Context: an optimization exercise on an open-source flow, tuned for small area, a short achievable clock period and few clock cycles per item. The choices shown serve that exercise and are no tape-out recipe.
Function was checked by simulation only, so behaviour that the tests miss may differ from the original.

## plate_backend
module plate_backend (
    input  wire        clk,
    input  wire        rst,           
    input  wire        in_valid,
    output wire        in_ready,
    input  wire [15:0] in_v,          
    input  wire [15:0] in_gain_f,     
    input  wire [15:0] in_gain_u,     
    input  wire [15:0] in_ofs_f,      
    input  wire [15:0] in_ofs_u,      
    input  wire [15:0] in_master,     
    input  wire [15:0] in_knee,       
    input  wire        in_split,      
    input  wire        in_dark,       
    input  wire [3:0]  in_depth,      
    input  wire [1:0]  in_dither,     
    input  wire [2:0]  in_px,         
    input  wire [2:0]  in_py,         
    input  wire [2:0]  in_t,          
    input  wire        in_lim_en,     
    input  wire [15:0] in_lim,        
    output wire        out_valid,
    input  wire        out_ready,
    output wire [13:0] out_code
);
    localparam LAST = 18;
    localparam CAP  = 20;          
    localparam PW   = $clog2(CAP);
    localparam NW   = $clog2(CAP + 1);
    function [32:0] dstep16(input [16:0] r, input [15:0] q, input [16:0] dd);
        reg [17:0] tr, df;
        begin
            tr = {r, q[15]};
            df = tr - {1'b0, dd};
            dstep16 = df[17] ? {tr[16:0], q[14:0], 1'b0} : {df[16:0], q[14:0], 1'b1};
        end
    endfunction
    function [30:0] dstep14(input [16:0] r, input [13:0] q, input [16:0] dd);
        reg [17:0] tr, df;
        begin
            tr = {r, q[13]};
            df = tr - {1'b0, dd};
            dstep14 = df[17] ? {tr[16:0], q[12:0], 1'b0} : {df[16:0], q[12:0], 1'b1};
        end
    endfunction
    function [69:0] srt16(input [18:0] s, input [18:0] c, input [15:0] l,
                          input [15:0] n, input [16:0] dp);
        reg [19:0] ys, yc, x;
        reg [3:0]  e;
        reg        qp, qn;
        begin
            ys = {s, l[15]};
            yc = {c, 1'b0};
            e  = ys[19:16] + yc[19:16];
            qp = ~e[3];
            qn = e[3] & (e != 4'hF);
            x  = qp ? ~{3'b000, dp} : qn ? {3'b000, dp} : 20'd0;
            srt16 = {ys[18:0] ^ yc[18:0] ^ x[18:0],
                     (ys[17:0] & yc[17:0]) | (ys[17:0] & x[17:0]) | (yc[17:0] & x[17:0]), qp,
                     l[14:0], qp, n[14:0], qn};
        end
    endfunction
    function [65:0] srt14(input [18:0] s, input [18:0] c, input [13:0] l,
  ...
Size: ~14000 cells after synthesis, roughly 3100 flip-flops, about 170 I/O pins, about 160000 µm² of cells after synthesis.
clock: 11.0 ns
lec_check: 0
cap_margin: 20
core_margin: 2
core_utilization: 40
cts_buf_list: sky130_fd_sc_hd__clkbuf_4 sky130_fd_sc_hd__clkbuf_8 sky130_fd_sc_hd__clkbuf_16
cts_cluster_diameter: 100
cts_cluster_size: 32
place_density: 0.6
setup_slack_margin: 5
slew_margin: 20
run.sh (not shown) runs the stock make flow with config.mk's settings and CLKGATE_MAP_FILE= SYNTH_SCRIPT=/design/flow/synth_recipe.tcl, a recipe that flattens the netlist after the stock synthesis.
Testbench counts at the start, summed over its fixed seeds: cycles 3,352, items 3,200.
Rerun with:
CTS_CLUSTER_DIAMETER = 80   (was 100)
CTS_CLUSTER_SIZE = 24   (was 32)
Result: Via count goes up by about 0.4%. Die area does not change. Non-clock buffer count goes down by 1. Final area goes up by about 0.64%. Routed wire length stays flat. Flip-flop and latch count is unchanged. Utilization goes up by 0.28 points.

--- another note on this design; it stands on its own ---

==> inputs of v1 <==
Design plate_backend, start of the top module:
module plate_backend (
    input  wire        clk,
    input  wire        rst,           
    input  wire        in_valid,
    output wire        in_ready,
    input  wire [15:0] in_v,          
    input  wire [15:0] in_gain_f,     
    input  wire [15:0] in_gain_u,     
    input  wire [15:0] in_ofs_f,      
    input  wire [15:0] in_ofs_u,      
    input  wire [15:0] in_master,     
    input  wire [15:0] in_knee,       
    input  wire        in_split,      
    input  wire        in_dark,       
    input  wire [3:0]  in_depth,      
    input  wire [1:0]  in_dither,     
    input  wire [2:0]  in_px,         
    input  wire [2:0]  in_py,         
    input  wire [2:0]  in_t,          
    input  wire        in_lim_en,     
    input  wire [15:0] in_lim,        
    output wire        out_valid,
    input  wire        out_ready,
    output wire [13:0] out_code
);
Settings: LEC_CHECK=0, CAP_MARGIN=20, CORE_MARGIN=2, CORE_UTILIZATION=40, PLACE_DENSITY=0.6, SETUP_SLACK_MARGIN=5, SLEW_MARGIN=20; clock period 11.0 ns.
run.sh (not shown) runs the stock make flow with config.mk's settings and CLKGATE_MAP_FILE= SYNTH_SCRIPT=/design/flow/synth_recipe.tcl, a recipe that flattens the netlist after the stock synthesis.
==> v6 (differences from v1) <==
Settings changed: CORE_UTILIZATION 40 to 60, PLACE_DENSITY 0.6 to 0.72.
==> run summary <==
                                                                     v1              v6
Result of the run                                        finished clean  finished clean
Crit Reg-Reg Endpoint                                      a_S12_s13[4]      n1_s17[28]
Maximum operating frequency                                   178.5 MHz       170.5 MHz
GR Layer Usage met2                                              29.22%          46.81%
Die X                                                            629 um        514.3 um
Final critical path time including I/O delays and setup        5.603 ns        5.866 ns
Buffers and inverters on the worst path                               5               2
DP HPWL                                                       263400 um       266700 um
Ant. Diodes                                                           2               5
Launch instance of the worst register-to-register path    a_S10_s12[16]        d_s16[1]
Number of buffers created by CTS                                    330             316
Startpoint of the worst setup timing path                 a_S10_s12[16]        d_s16[1]
Crit share post-route                                            50.94%          53.33%
M1 wire length                                                157800 um       145100 um
Count of non-filler cells in the finished layout                  19840           18000
Clock tree buffer count of the final layout                         427             425
Initial detailed-routing violation count                           5459            6400
Global routing usage summed across all routing layers            17.36%          26.64%
Routed len/inst                                                17.31 um        19.47 um
Testbench counts of v1, summed over its fixed seeds: cycles 3,352, items 3,200.
Testbench counts of v6, summed over its fixed seeds: cycles 3,352, items 3,200.

[afterwards: timing with drivers on the ports]
The results above use ideal ports. As a check the final layouts listed here were re-extracted and re-timed, cells and wires unchanged.
Step 1 (the two cells are an assumption about what drives the block):
set clk [get_ports {clk}]
set_driving_cell -lib_cell sky130_fd_sc_hd__clkbuf_16 $clk
set_driving_cell -lib_cell sky130_fd_sc_hd__buf_2 [delete_from_list [all_inputs] $clk]
Step 2 adds t to the input delays and takes it off the output delays; t is the mean of the earliest and latest rising clock arrival at the registers after step 1. Input paths then give back, and output paths get back, about the clock's delay inside the block.
Slacks: ideal ports / drivers / drivers and shift; pairs: ideal ports / drivers.
| run | shift t [ns] | setup WS [ns] | hold slack, ns | latest minus earliest clock arrival (ns) | cell pins on the clock port's net |
|---|---|---|---|---|---|
| the first run of note 1 | 0.983 | 5.406 / 5.406 / 5.406 | 0.285 / 0.285 / 0.285 | 0.124 / 0.124 | 1 |
| the second run of note 1 | 0.996 | 5.387 / 5.387 / 5.387 | 0.202 / 0.202 / 0.202 | 0.144 / 0.143 | 1 |
| v1 | 1.003 | 5.397 / 5.397 / 5.397 | 0.243 / 0.243 / 0.243 | 0.128 / 0.127 | 1 |
| v6 | 0.978 | 5.134 / 5.134 / 5.134 | 0.305 / 0.305 / 0.305 | 0.101 / 0.101 | 1 |
After both steps every run listed still meets setup and hold.
